What follows belongs to an exercise in optimizing a design on an open flow for small area, a short achievable clock period and few clock cycles; a production flow would make more cautious choices. Where RTL was checked, it was by simulation tests only, not by an equivalence proof against the original.

==> 10-04 <==
## modfront
module modfront (
    input  wire         clk,
    input  wire         rst,
    input  wire         start,
    input  wire [31:0]  v0,
    input  wire [31:0]  v1,
    input  wire [31:0]  v2,
    input  wire [31:0]  vdc,
    input  wire [31:0]  vdc_min,
    input  wire [23:0]  per,
    input  wire         inject,
    input  wire         three_level,
    output wire         ready,
    output reg          done,
    output reg  [167:0] code_o,
    output reg  [5:0]   zero_o,
    output reg          sat,
    output reg          vdc_low
);
Settings: LEC_CHECK=0, CAP_MARGIN=20, CORE_MARGIN=2, CORE_UTILIZATION=45, SLEW_MARGIN=20, SYNTH_HIERARCHICAL=1; clock period 24.0 ns.
standard.sh (not shown) runs the stock make flow with config.mk's settings and CLKGATE_MAP_FILE= SYNTH_SCRIPT=/design/flow/synth_recipe.tcl, a recipe that flattens the netlist after the stock synthesis.
==> flow/flow/run.sh <==
#!/bin/bash
# The standard layout (standard.sh: the standard flow's synthesis and ORFS steps, unchanged
# clock period and constraints), with timing repair aiming at a larger setup
# slack, so that repair_timing also shortens paths that already meet the clock.
set -euo pipefail
export SETUP_SLACK_MARGIN=14
bash standard.sh > flow_standard.log 2>&1
==> 01-25: changes against 10-04 <==
--- a/flow/design.v
+++ b/flow/design.v
@@ -342,10 +342,14 @@
     reg [31:0] m [0:2];
     reg [31:0] opa, opb;      
     reg [31:0] d;             
     reg        d_x2;
     reg        d_neg;         
+    reg [27:0] b_code [0:1];
+    reg [1:0]  b_zero;
+    reg [1:0]  b_sat;
+    reg [1:0]  b_neg;
     assign ready = (state == S_IDLE);
     wire accept = (state == S_IDLE) && start;
     wire vdc_lt, vdc_eq, vdc_un;
     fp_cmp u_cmp_vdc (.a(vdc), .b(vdc_min), .lt(vdc_lt), .eq(vdc_eq), .un(vdc_un));
     wire vdc_ok = !vdc_lt && !vdc_eq && !vdc_un;
@@ -480,32 +484,35 @@
                 end
                 S_ADD: begin
                     d     <= (r_three && !m_neg) ? opb : add_y;
                     d_x2  <= r_three;
                     d_neg <= m_neg;
-                    if (cnt != 3'd2)
-                        opb <= m[cnt[1:0] + 2'd1];
-                    if (cnt != 3'd0)
-                        m[cnt[1:0] - 2'd1] <= {code_val, d_zero, code_sat, d_neg, 1'b0};
+                    opb   <= m[cnt[1:0] + 2'd1];
+                    if (cnt != 3'd0) begin
+                        b_code[cnt[0] ^ 1'b1] <= code_val;
+                        b_zero[cnt[0] ^ 1'b1] <= d_zero;
+                        b_sat[cnt[0] ^ 1'b1]  <= code_sat;
+                        b_neg[cnt[0] ^ 1'b1]  <= d_neg;
+                    end
                     if (cnt == 3'd2) begin
                         state <= S_MUL;
                     end
                     cnt <= cnt + 3'd1;
                 end
                 S_MUL: begin
                     if (!r_three) begin
-                        code_o[0 +: 28]  <= m[0][31:4];
-                        code_o[28 +: 28] <= m[1][31:4];
+                        code_o[0 +: 28]  <= b_code[0];
+                        code_o[28 +: 28] <= b_code[1];
                         code_o[56 +: 28] <= code_val;
-                        zero_o[2:0]      <= {d_zero, m[1][3], m[0][3]};
-                        sat              <= code_sat | m[1][2] | m[0][2];
+                        zero_o[2:0]      <= {d_zero, b_zero};
+                        sat              <= code_sat | (|b_sat);
                     end else begin
                         for (j = 0; j < 2; j = j + 1) begin
-                            code_o[56*j +: 28]      <= m[j][1] ? 28'd0 : m[j][31:4];
-                            code_o[56*j + 28 +: 28] <= m[j][1] ? m[j][31:4] : C_FULL;
-                            zero_o[2*j]             <= m[j][1] ? 1'b1 : m[j][3];
-                            zero_o[2*j + 1]         <= m[j][1] ? m[j][3] : 1'b0;
+                            code_o[56*j +: 28]      <= b_neg[j] ? 28'd0 : b_code[j];
+                            code_o[56*j + 28 +: 28] <= b_neg[j] ? b_code[j] : C_FULL;
+                            zero_o[2*j]             <= b_neg[j] ? 1'b1 : b_zero[j];
+                            zero_o[2*j + 1]         <= b_neg[j] ? b_zero[j] : 1'b0;
                         end
                         code_o[112 +: 28] <= d_neg ? 28'd0 : code_val;
                         code_o[140 +: 28] <= d_neg ? code_val : C_FULL;
                         zero_o[4]         <= d_neg ? 1'b1 : d_zero;
                         zero_o[5]         <= d_neg ? d_zero : 1'b0;
==> flow/flow/run.sh (replaced) <==
#!/bin/bash
# The standard layout (standard.sh: the standard flow's synthesis and ORFS steps, unchanged
# clock period and constraints), with timing repair aiming at a larger setup
# slack, so that repair_timing also shortens paths that already meet the clock.
set -euo pipefail
export SETUP_SLACK_MARGIN=11
bash standard.sh > flow_standard.log 2>&1
==> summary.md <==
| Metric | Value |
|---|---|
| WP buf/inv | `4` |
| Total Nets Final | `15974` |
| Clk pin slew, worst setup/hold paths | `0.06 ns` |
| Outcome | `timing/DRC/antenna clean` |
(the above is from 01-25)
==> summary.md <==
| Metric | Value |
|---|---|
| WP buf/inv | `8` |
| Outcome | `timing/DRC/antenna clean` |
| Placement Cell Area | `120100 um^2` |
| Total Nets Final | `17100` |
| Clk pin slew, worst setup/hold paths | `0.07 ns` |
| Final Util | `59.22%` |
| # Taps | `3330` |
(the above is from 10-04)
Testbench counts of 01-25, summed over its fixed seeds: cycles 21,785.
For 10-04, only the layout was checked, not whether the RTL still works.

* * *

==> inputs of 03-06 <==
Another version of the RTL of modfront (not shown whole).
==> flow/config.mk <==
export PLATFORM = sky130hd
export DESIGN_NAME = modfront
export DESIGN_NICKNAME = modfront
export VERILOG_FILES = /design/flow/design.v
export SDC_FILE = /design/flow/constraint.sdc
export NUM_CORES = 4
export LEC_CHECK = 0
export CAP_MARGIN = 20
export CORE_MARGIN = 2
export CORE_UTILIZATION = 40
export SLEW_MARGIN = 20
export SYNTH_HIERARCHICAL = 1
==> flow/constraint.sdc <==
create_clock -name core_clock -period 24.0 [get_ports {clk}]
set_input_delay 4.8000 -clock core_clock [delete_from_list [all_inputs] [get_ports {clk}]]
set_output_delay 4.8000 -clock core_clock [all_outputs]
set_load 0.01 [all_outputs]
run.sh (not shown) runs the stock make flow with config.mk's settings and CLKGATE_MAP_FILE= SYNTH_SCRIPT=/design/flow/synth_recipe.tcl, a recipe that flattens the netlist after the stock synthesis.
Stock flow here: none of the scripts above is used.
==> 11-24 (differences from 03-06) <==
--- a/flow/design.v
+++ b/flow/design.v
@@ -258,22 +258,23 @@
     assign mx = ab_ge ? (ac_ge ? a : c) : (bc_ge ? b : c);
     assign mn = ab_le ? (ac_le ? a : c) : (bc_le ? b : c);
 endmodule
 module duty_code (
     input  wire [31:0] d,
+    input  wire        x2,       
     input  wire [23:0] pm,
     input  wire [7:0]  pe,
     input  wire        pz,
     output wire [27:0] code,
     output wire        zero,
     output wire        sat
 );
     wire [7:0]  de     = d[30:23];
     wire        d_zero = d[31] || (de == 8'd0) || ((de == 8'hFF) && (d[22:0] != 23'd0));
-    wire        d_full = (de >= 8'd127);
+    wire        d_full = x2 ? (de >= 8'd126) : (de >= 8'd127);
     wire [47:0] prod   = {1'b1, d[22:0]} * pm;
-    wire [9:0]  t_full = 10'd300 - {2'd0, de} - {2'd0, pe};      
+    wire [9:0]  t_full = 10'd300 - {2'd0, de} - {2'd0, pe} - {9'd0, x2};    
     wire [5:0]  t      = (t_full > 10'd63) ? 6'd63 : t_full[5:0];
     wire        j24   = prod[47];
     wire        g1    = j24 ? prod[23] : prod[22];
     wire        st1   = j24 ? (|prod[22:0]) : (|prod[21:0]);
     wire        lsb1  = j24 ? prod[24] : prod[23];
@@ -282,18 +283,17 @@
     wire [24:0] m1    = {1'b0, m0} + {24'd0, up1};
     wire [5:0]  lsh_w = (j24 ? 6'd24 : 6'd23) - t;
     wire [2:0]  lsh   = lsh_w[2:0];
     wire        t_le  = j24 ? (t <= 6'd24) : (t <= 6'd23);
     wire [27:0] k_lo  = {3'd0, m1} << lsh;
-    wire [5:0]  t1    = t - 6'd1;
-    wire [47:0] w_all = prod >> t1;
-    wire [24:0] w     = w_all[24:0];
-    wire [47:0] m_t1  = (48'd1 << t1) - 48'd1;              
-    wire [47:0] m_j   = j24 ? 48'hFF_FFFF : 48'h7F_FFFF;    
-    wire [47:0] mid   = m_t1 & ~m_j;
-    wire        lo_nz = |(prod & mid);
-    wire        lo_all = &(prod | ~mid);
+    wire [24:0] ph    = prod[47:23];
+    wire [5:0]  t2    = t - 6'd24;                           
+    wire [24:0] w     = ph >> t2;
+    wire [24:0] m_t2  = (25'd1 << t2) - 25'd1;               
+    wire [24:0] mid   = j24 ? (m_t2 & ~25'd1) : m_t2;        
+    wire        lo_nz = |(ph & mid);
+    wire        lo_all = &(ph | ~mid);
     wire        c     = up1 ? (w[0] | (lo_all & w[1])) : (w[0] & (lo_nz | w[1]));
     wire [27:0] k_hi  = {4'd0, w[24:1]} + {27'd0, c};
     wire [27:0] k = pz ? 28'd0 : t_le ? k_lo : k_hi;
     assign code = d_zero ? 28'd0 : d_full ? {24'hFF_FFFF, 4'd0} : k;
     assign zero = d_zero;
@@ -319,30 +319,32 @@
     output reg          vdc_low
 );
     localparam [31:0] F_HALF = 32'h3F00_0000;    
     localparam [31:0] F_ZERO = 32'h0000_0000;    
     localparam integer S0 = 2;
-    localparam integer R  = 5;
+    localparam integer R  = 4;
     localparam integer L  = 3;
     localparam integer NSTEP = (25 - S0 - L) / R;
     localparam [2:0] S_IDLE = 3'd0,
                      S_DIV  = 3'd1,
-                     S_SUM  = 3'd2,
-                     S_SUB  = 3'd3,
-                     S_ADD  = 3'd4,
-                     S_MUL  = 3'd5;
+                     S_MM   = 3'd2,
+                     S_SUM  = 3'd3,
+                     S_SUB  = 3'd4,
+                     S_ADD  = 3'd5,
+                     S_MUL  = 3'd6;
     reg [2:0] state;
     reg [2:0] cnt;
     reg        r_inject;
     reg        r_three;
     reg [22:0] r_dfrac;       
     reg [23:0] r_pm;          
     reg [7:0]  r_pe;          
     reg        r_pz;          
     reg [31:0] m [0:2];
-    reg [31:0] acc;           
+    reg [31:0] opa, opb;      
     reg [31:0] d;             
+    reg        d_x2;
     reg        d_neg;         
     reg [27:0] b_code [0:1];
     reg [1:0]  b_zero;
     reg [1:0]  b_sat;
     reg [1:0]  b_neg;
@@ -387,42 +389,23 @@
                 .rem_o(st_rem[g]), .q_o(st_q[g]), .y(quo[g]));
         end
     endgenerate
     wire [31:0] mx, mn;
     fp_minmax3 u_mm (.a(m[0]), .b(m[1]), .c(m[2]), .mx(mx), .mn(mn));
-    wire [31:0] m_cur = m[cnt[1:0]];
-    reg  [31:0] add_a, add_b;
+    wire [31:0] add_a = opa;
+    wire [31:0] add_b = opb;
     wire [31:0] add_y;
-    always @* begin
-        case (state)
-            S_SUM:   begin add_a = mx;     add_b = mn;                        end
-            S_SUB:   begin add_a = m_cur;  add_b = {~z[31], z[30:0]};         end
-            default: begin add_a = F_HALF; add_b = m_cur;                     end
-        endcase
-    end
     fp_add u_add (.a(add_a), .b(add_b), .y(add_y));
-    wire [7:0]  s_exp = acc[30:23];
-    wire [31:0] z = (s_exp == 8'hFF) ? acc :
-                    (s_exp <= 8'd1)  ? {acc[31], 31'd0} :
-                                       {acc[31], s_exp - 8'd1, acc[22:0]};
-    function [31:0] dbl;     
-        input [31:0] x;
-        begin
-            if (x[30:23] == 8'd0 || x[30:23] == 8'hFF)
-                dbl = x;
-            else if (x[30:23] == 8'hFE)
-                dbl = {x[31], 8'hFF, 23'd0};
-            else
-                dbl = {x[31], x[30:23] + 8'd1, x[22:0]};
-        end
-    endfunction
-    wire        m_neg  = m_cur[31] && (m_cur[30:23] != 8'd0) &&
-                         !((m_cur[30:23] == 8'hFF) && (m_cur[22:0] != 23'd0));
-    wire [31:0] duty_n = !r_three ? add_y : m_neg ? dbl(add_y) : dbl(m_cur);
+    wire [7:0]  s_exp = add_y[30:23];
+    wire [31:0] neg_z = (s_exp == 8'hFF) ? {~add_y[31], add_y[30:0]} :
+                        (s_exp <= 8'd1)  ? {~add_y[31], 31'd0} :
+                                           {~add_y[31], s_exp - 8'd1, add_y[22:0]};
+    wire m_neg = opb[31] && (opb[30:23] != 8'd0) &&
+                 !((opb[30:23] == 8'hFF) && (opb[22:0] != 23'd0));
     wire [27:0] code_val;
     wire        d_zero, code_sat;
-    duty_code u_code (.d(d), .pm(r_pm), .pe(r_pe), .pz(r_pz),
+    duty_code u_code (.d(d), .x2(d_x2), .pm(r_pm), .pe(r_pe), .pz(r_pz),
                       .code(code_val), .zero(d_zero), .sat(code_sat));
     localparam [27:0] C_FULL = {24'hFF_FFFF, 4'd0};
     integer j;
     always @(posedge clk) begin
         if (rst) begin
@@ -464,35 +447,48 @@
                     for (j = 0; j < 3; j = j + 1) begin
                         dv_rem[j] <= st_rem[j];
                         dv_q[j]   <= st_q[j];
                     end
                     if (cnt == NSTEP) begin
-                        m[0]  <= quo[0];
-                        m[1]  <= quo[1];
-                        m[2]  <= quo[2];
-                        cnt   <= 3'd0;
-                        state <= r_inject ? S_SUM : S_ADD;
+                        m[0]   <= quo[0];
+                        m[1]   <= quo[1];
+                        m[2]   <= quo[2];
+                        opa    <= F_HALF;
+                        opb    <= quo[0];
+                        cnt    <= 3'd0;
+                        state  <= r_inject ? S_MM : S_ADD;
                     end else begin
                         cnt <= cnt + 3'd1;
                     end
                 end
+                S_MM: begin
+                    opa    <= mx;
+                    opb    <= mn;
+                    state  <= S_SUM;
+                end
                 S_SUM: begin
-                    acc   <= add_y;
-                    state <= S_SUB;
+                    opa    <= m[0];
+                    opb    <= neg_z;
+                    state  <= S_SUB;
                 end
                 S_SUB: begin
                     m[cnt[1:0]] <= add_y;
                     if (cnt == 3'd2) begin
+                        opa   <= F_HALF;
+                        opb   <= m[0];
                         cnt   <= 3'd0;
                         state <= S_ADD;
                     end else begin
+                        opa <= m[cnt[1:0] + 2'd1];
                         cnt <= cnt + 3'd1;
                     end
                 end
                 S_ADD: begin
-                    d     <= duty_n;
+                    d     <= (r_three && !m_neg) ? opb : add_y;
+                    d_x2  <= r_three;
                     d_neg <= m_neg;
+                    opb   <= m[cnt[1:0] + 2'd1];
                     if (cnt != 3'd0) begin
                         b_code[cnt[0] ^ 1'b1] <= code_val;
                         b_zero[cnt[0] ^ 1'b1] <= d_zero;
                         b_sat[cnt[0] ^ 1'b1]  <= code_sat;
                         b_neg[cnt[0] ^ 1'b1]  <= d_neg;
- CORE_UTILIZATION: 40 -> 45
==> 10-16 (differences from 03-06) <==
--- a/flow/design.v
+++ b/flow/design.v
@@ -324,14 +324,15 @@
     localparam integer R  = 5;
     localparam integer L  = 3;
     localparam integer NSTEP = (25 - S0 - L) / R;
     localparam [2:0] S_IDLE = 3'd0,
                      S_DIV  = 3'd1,
-                     S_SUM  = 3'd2,
-                     S_SUB  = 3'd3,
-                     S_ADD  = 3'd4,
-                     S_MUL  = 3'd5;
+                     S_MM   = 3'd2,
+                     S_SUM  = 3'd3,
+                     S_SUB  = 3'd4,
+                     S_ADD  = 3'd5,
+                     S_MUL  = 3'd6;
     reg [2:0] state;
     reg [2:0] cnt;
     reg        r_inject;
     reg        r_three;
     reg [22:0] r_dfrac;       
@@ -392,20 +393,20 @@
     wire [31:0] m_cur = m[cnt[1:0]];
     reg  [31:0] add_a, add_b;
     wire [31:0] add_y;
     always @* begin
         case (state)
-            S_SUM:   begin add_a = mx;     add_b = mn;                        end
-            S_SUB:   begin add_a = m_cur;  add_b = {~z[31], z[30:0]};         end
+            S_SUM:   begin add_a = acc;    add_b = d;                         end
+            S_SUB:   begin add_a = m_cur;  add_b = {~acc[31], acc[30:0]};     end
             default: begin add_a = F_HALF; add_b = m_cur;                     end
         endcase
     end
     fp_add u_add (.a(add_a), .b(add_b), .y(add_y));
-    wire [7:0]  s_exp = acc[30:23];
-    wire [31:0] z = (s_exp == 8'hFF) ? acc :
-                    (s_exp <= 8'd1)  ? {acc[31], 31'd0} :
-                                       {acc[31], s_exp - 8'd1, acc[22:0]};
+    wire [7:0]  s_exp = add_y[30:23];
+    wire [31:0] half_y = (s_exp == 8'hFF) ? add_y :
+                         (s_exp <= 8'd1)  ? {add_y[31], 31'd0} :
+                                            {add_y[31], s_exp - 8'd1, add_y[22:0]};
     function [31:0] dbl;     
         input [31:0] x;
         begin
             if (x[30:23] == 8'd0 || x[30:23] == 8'hFF)
                 dbl = x;
@@ -468,17 +469,22 @@
                     if (cnt == NSTEP) begin
                         m[0]  <= quo[0];
                         m[1]  <= quo[1];
                         m[2]  <= quo[2];
                         cnt   <= 3'd0;
-                        state <= r_inject ? S_SUM : S_ADD;
+                        state <= r_inject ? S_MM : S_ADD;
                     end else begin
                         cnt <= cnt + 3'd1;
                     end
                 end
+                S_MM: begin
+                    acc   <= mx;
+                    d     <= mn;
+                    state <= S_SUM;
+                end
                 S_SUM: begin
-                    acc   <= add_y;
+                    acc   <= half_y;
                     state <= S_SUB;
                 end
                 S_SUB: begin
                     m[cnt[1:0]] <= add_y;
                     if (cnt == 3'd2) begin
==> notes.md <==
Multi-input logic cell count: 11-24 11600; 03-06 12000; 10-16 12100
Run status: 11-24 finished clean; 03-06 finished clean; 10-16 finished clean
GR met3 Demand/Resource: 11-24 4.48%; 03-06 4.00%; 10-16 3.48%
Start point of the critical path: 11-24 opa[23]; 03-06 m[0][30]; 10-16 r_dfrac[0]
Number of clock buffers in the layout: 11-24 107; 03-06 103; 10-16 96
WL met3: 11-24 33000 um; 03-06 31600 um; 10-16 30700 um
Initial core utilization: 11-24 45.2%; 03-06 40.2%; 10-16 40.2%
Data arrival time of the critical path: 11-24 16680 ps; 03-06 20630 ps; 10-16 18310 ps
Number of rows in the core area: 11-24 185; 03-06 200; 10-16 200
Met1 WL: 11-24 183000 um; 03-06 198000 um; 10-16 188000 um
Width of the die: 11-24 509 um; 03-06 550 um; 10-16 550 um
Non-clock buffer instance count of the final layout: 11-24 561; 03-06 611; 10-16 599
Core Box Area: 11-24 254000 um^2; 03-06 297000 um^2; 10-16 297000 um^2
Number of tap instances: 11-24 3366; 03-06 3939; 10-16 3939
Share of the clock period used by the worst path after layout: 11-24 67.2%; 03-06 84.0%; 10-16 74.5%
Total length of routed met2 wires: 11-24 196000 um; 03-06 202000 um; 10-16 203000 um
Pin count of the biggest net entering global routing: 11-24 141; 03-06 92; 10-16 86
Testbench counts of 11-24, summed over its fixed seeds: cycles 21,785.
Testbench counts of 10-16, summed over its fixed seeds: cycles 20,185.
No functional check of the RTL was part of 03-06.

what the ideal ports hide:
In the flow no input, the clock included, has a driving cell. The finished layouts below were timed again as built, in two steps. Step 1 assumes that a clkbuf_16 drives the clock port and a buf_2 every other input. Step 2, shift: input delay + t, output delay - t, t = (earliest + latest rising clock arrival at the registers) / 2. This alone moves slack from input paths to output paths. Slacks: ideal ports / drivers / drivers and shift; pairs: ideal ports / drivers.
| run | t, ns | setup WS [ns] | worst setup path after step 2 | slew at the worst register clock pin (ns) |
|---|---|---|---|---|
| 10-04 | 0.856 | 12.763 / 12.831 / 11.976 | input to register | 0.10 / 0.10 |
| 01-25 | 0.822 | 11.112 / 11.184 / 10.363 | input to register | 0.07 / 0.07 |
| 03-06 | 0.840 | 3.834 / 3.834 / 3.834 | register to register | 0.09 / 0.09 |
| 11-24 | 0.820 | 7.866 / 7.866 / 7.866 | register to register | 0.07 / 0.07 |
| 10-16 | 0.821 | 6.127 / 6.127 / 6.127 | register to register | 0.07 / 0.07 |
After both steps every run listed still meets setup and hold. For 10-04, which loses most, drivers alone change the setup slack by +0.068 ns; drivers and shift together by -0.787 ns.
